This is an optimization exercise on Yosys and OpenROAD, whose aim is small area, not a production implementation. At most, simulation tests tie the RTL to the original design; equivalence was not proved.

Setup of the reference run:
// graft_core
module graft_core (
    input  wire         clk,
    input  wire         rst,             
    input  wire         start,           
    input  wire         op,              
    input  wire         erase,           
    input  wire [255:0] root_key,
    input  wire         root_256,        
    input  wire [7:0]   kind,
    input  wire [63:0]  eui,
    input  wire [7:0]   epoch_rec,       
    input  wire [1:0]   epoch_sc,        
    input  wire         epoch_resolve,   
    output wire         busy,
    output wire         done,
    output wire         nokey,
    output wire [127:0] key_out
);
For scale: ~610 flip-flops, about 480 I/O pins, ~25000 sq um of cells after synthesis.
clock: 9.0 ns
lec_check: 0
cap_margin: 20
core_margin: 2
core_utilization: 40
gpl_routability_driven: 1
place_density_lb_addon: 0.1
slew_margin: 20
standard.sh (not shown) runs the stock make flow with config.mk's settings and CLKGATE_MAP_FILE= SYNTH_SCRIPT=/design/flow/synth_recipe.tcl, a recipe that flattens the netlist after the stock synthesis.
==> flow/flow/run.sh <==
#!/bin/bash
# Layout flow: the standard ORFS flow (standard.sh) with two changes:
#  - synthesis maps logic with an area-oriented ABC script (flow/abc_area.script)
#    instead of ORFS's delay-oriented one; everything else in the synthesis
#    script (synth_recipe.tcl, hence the registers) is unchanged;
#  - every input and output port still gets a buffer, a buf_1 instead of the
#    clkdlybuf4s50_1 that buffer_ports picks by default;
#  - clock tree synthesis clusters up to 20 flip-flops (60 um across) per
#    clkbuf_8 and inserts no dummy loads.
# Each tool writes its full log under orfs/logs/ (ORFS), and this script's
# own output goes to flow_run.log.
set -euo pipefail
W=$(pwd)
exec > >(tee -a "$W/flow_run.log") 2>&1

{
  echo 'proc abc {args} {'
  echo '  set i [lsearch -exact $args -script]'
  echo "  if {\$i >= 0} { lset args [expr {\$i + 1}] $W/flow/abc_area.script }"
  echo '  yosys abc {*}$args'
  echo '}'
  cat "$W/synth_recipe.tcl"
} > "$W/synth_area.tcl"

sed -e "s#SYNTH_SCRIPT=[^ ]*#SYNTH_SCRIPT=$W/synth_area.tcl BUFFER_PORTS_ARGS='-buffer_cell sky130_fd_sc_hd__buf_1' CTS_ARGS='-sink_clustering_enable -repair_clock_nets -dont_use_dummy_load -sink_clustering_size 20 -sink_clustering_max_diameter 60 -buf_list {sky130_fd_sc_hd__clkbuf_8}'#" \
    "$W/standard.sh" > "$W/standard_area.sh"
grep -n 'make ' "$W/standard_area.sh"
bash "$W/standard_area.sh" > "$W/standard_area.log" 2>&1
echo "flow done"
==> flow/flow/abc_area.script <==
strash
dch -f
amap
Input changes introduced in the trial run (baseline for comparison: the reference run):
diff --git a/flow/design.v b/flow/design.v
--- a/flow/design.v
+++ b/flow/design.v
@@ -126,32 +126,30 @@
       aes_sbox u_sbox (.a(sb_in[8*gi +: 8]), .y(sb_out[8*gi +: 8]));
     end
   endgenerate
   wire [31:0] kf    = ph0 ? (sb_out ^ {f_rot ? rcon : 8'h00, 24'd0}) : kw9;
   wire [31:0] khead = klen ? kw0 : kw5;
   wire [31:0] kin   = pword | ((khead ^ kf) & {32{!portw}});
   wire        lwr  = busy_r && !op_r && f_last && !ph0;        
   wire [31:0] lw_k = ({32{ksel[0]}} & k1r[31:0])  | ({32{ksel[1]}} & k1r[63:32]) |
                      ({32{ksel[2]}} & k1r[95:64]) | ({32{ksel[3]}} & k1r[127:96]);
   wire        ln31 = (ksel[3] & k1r[31]) | (ksel[0] & k1r[63]) |   
                      (ksel[1] & k1r[95]) | (ksel[2] & k1r[127]);
   wire        l3   = oh[4];                                     
-  wire [31:0] k1d  = {lw_k[30:0], ln31} ^ {24'd0, l3 & ln31, 4'd0, l3 & ln31, l3 & ln31, 1'b0};
-  wire [31:0] k1w  = k1d & {32{op_r}};
+  wire [31:0] k1w  = {lw_k[30:0], ln31} ^ {24'd0, l3 & ln31, 4'd0, l3 & ln31, l3 & ln31, 1'b0};
   wire [7:0]  a0 = sb_out[31:24], a1 = sb_out[23:16], a2 = sb_out[15:8], a3 = sb_out[7:0];
   wire [7:0]  p01 = a0 ^ a1, p12 = a1 ^ a2, p23 = a2 ^ a3, p30 = a3 ^ a0;
   wire [7:0]  tt = p01 ^ p23;
   wire [31:0] u = {tt ^ xtime(p01), tt ^ xtime(p12), tt ^ xtime(p23), tt ^ xtime(p30)};
-  wire [31:0] pre = f_first ? diag ^ k1w : sb_out ^ (u & {32{!f_last}});
-  wire [31:0] col = pre ^ kw9;
+  wire [31:0] col = f_first ? diag ^ k1w ^ kw9 : (sb_out ^ kw9) ^ (u & {32{!f_last}});
   wire [1:0] ep_d    = epoch_sc - epoch_rec[1:0];
   wire [7:0] ep_full = !epoch_resolve ? epoch_rec :
                        (ep_d == 2'd3) ? epoch_rec - 8'd1 :
                                         epoch_rec + {6'd0, ep_d};
   wire [127:0] msg  = {8'h01, 8'h59, 8'h4c, kind, 8'h00, eui, ep_full, 8'h00, 8'h80};
   wire [127:0] init = (op && !busy_r) ? msg : 128'd0;
   wire         load = accept || (finish && nokey_pend);
   function [7:0] bsel;
     input [127:0] x;
     input integer c;
     input integer r;
     bsel = x[127 - 8*(4*c + r) -: 8];
@@ -159,58 +157,58 @@
   wire [39:0] init0 = {bsel(init, 3, 0), bsel(init, 2, 0), bsel(init, 1, 0), bsel(init, 0, 0), 8'd0};
   wire [31:0] init1 = {bsel(init, 2, 1), bsel(init, 1, 1), bsel(init, 0, 1), bsel(init, 3, 1)};
   wire [31:0] init2 = {bsel(init, 1, 2), bsel(init, 0, 2), bsel(init, 3, 2), bsel(init, 2, 2)};
   wire [31:0] init3 = {bsel(init, 0, 3), bsel(init, 3, 3), bsel(init, 2, 3), bsel(init, 1, 3)};
   assign key_out = {row0[7:0],   row1[31:24], row2[23:16], row3[15:8],
                     row0[15:8],  row1[7:0],   row2[31:24], row3[23:16],
                     row0[23:16], row1[15:8],  row2[7:0],   row3[31:24],
                     row0[31:24], row1[23:16], row2[15:8],  row3[7:0]};
   always @(posedge clk) begin
     kreg <= {kin, kreg[319:32]};
     k1r  <= {lwr ? col : k1r[31:0], k1r[127:32]};
     kph  <= (lwr && oh[1]) ? 2'd1 : kph + 2'd1;
-    if (load) begin
+    if (ccyc) begin
+      row0 <= {col[31:24], row0[39:8]};
+      row1 <= {col[23:16], row1[31:8]};
+      row2 <= {col[15:8],  row2[31:8]};
+      row3 <= {col[7:0],   row3[31:8]};
+    end else if (load) begin
       row0 <= init0;
       row1 <= init1;
       row2 <= init2;
       row3 <= init3;
-    end else if (ccyc) begin
-      row0 <= {col[31:24], row0[39:8]};
-      row1 <= {col[23:16], row1[31:8]};
-      row2 <= {col[15:8],  row2[31:8]};
-      row3 <= {col[7:0],   row3[31:8]};
     end else begin
       row0 <= {row0[7:0],  row0[39:8]};
       row1 <= {row1[7:0],  row1[31:8]};
       row2 <= {row2[15:0], row2[31:16]};
       row3 <= {row3[23:0], row3[31:24]};
     end
   end
   always @(posedge clk) begin
-    if (busy_r) begin
+    if (busy_r && !rst && !erase) begin
       oh <= {oh[3:0], oh[4]};
       if (oh[4]) begin
         rd <= rd + 5'd1;
         {f_aes, f_first, f_last, f_plo, f_phi, f_rot, f_fin} <= slot_flags(rd + 5'd1, klen);
       end
     end else begin
       oh <= 5'b00001;
       rd <= 5'd0;
       {f_aes, f_first, f_last, f_plo, f_phi, f_rot, f_fin} <= slot_flags(5'd0, root_256);
     end
     if (accept) begin
       op_r       <= op;
       klen       <= root_256;
       nokey_pend <= op && !k1_valid;
-      ksel       <= 4'd1 << (2'd2 - kph);
+      ksel       <= op ? 4'd1 << (2'd2 - kph) : 4'd0;
     end
     if (rst || erase) begin
       busy_r   <= 1'b0;
       done_r   <= 1'b0;
       k1_valid <= 1'b0;
     end else begin
       done_r <= finish;
       if (accept)
         busy_r <= 1'b1;
       else if (finish) begin
         busy_r <= 1'b0;
         if (!op_r)
Notes after the runs:
- Between the trial run and the reference run, it is the trial run whose synthesized cell count is lower, by 86.
- From the reference run to the trial run the numbers moved as follows: worst hold slack after final layout rose by 0.018 ns.
- In the trial run relative to the reference run, number of cells after detailed placement had gone down by a few percent.
- [compare] base=the reference run new=the trial run: all-layer global routing usage saw an increase.
- Relative area change from synthesis to final layout delta for the trial run relative to the reference run: 2.6 points lower
Only the layout flow was run in the trial run; the RTL was not checked for function there.

what the ideal ports hide:
How much do the figures lean on ideal ports? The routed layouts below were timed once more, with nothing changed but the port constraints.
Step 1 sets driving cells, clkbuf_16 on the clock port and buf_2 on the other inputs (assumed; they add their load-dependent delay and slew).
Step 2 also shifts input and output timing later by t, the mid clock arrival at the registers, as if the neighbouring blocks saw the same clock.
Slacks: no drivers / after step 1 / after step 2; pairs: no drivers / after step 1.
run | t (ns) | setup slack, ns | worst hold slack (ns) | cell pins on the clock port's net
the reference run | 0.706 | 0.563 / 0.563 / 0.563 | 0.265 / 0.265 / 0.265 | 1
the trial run | 0.689 | 0.547 / 0.547 / 0.547 | 0.283 / 0.283 / 0.283 | 1
After both steps setup and hold are still met in every run listed.
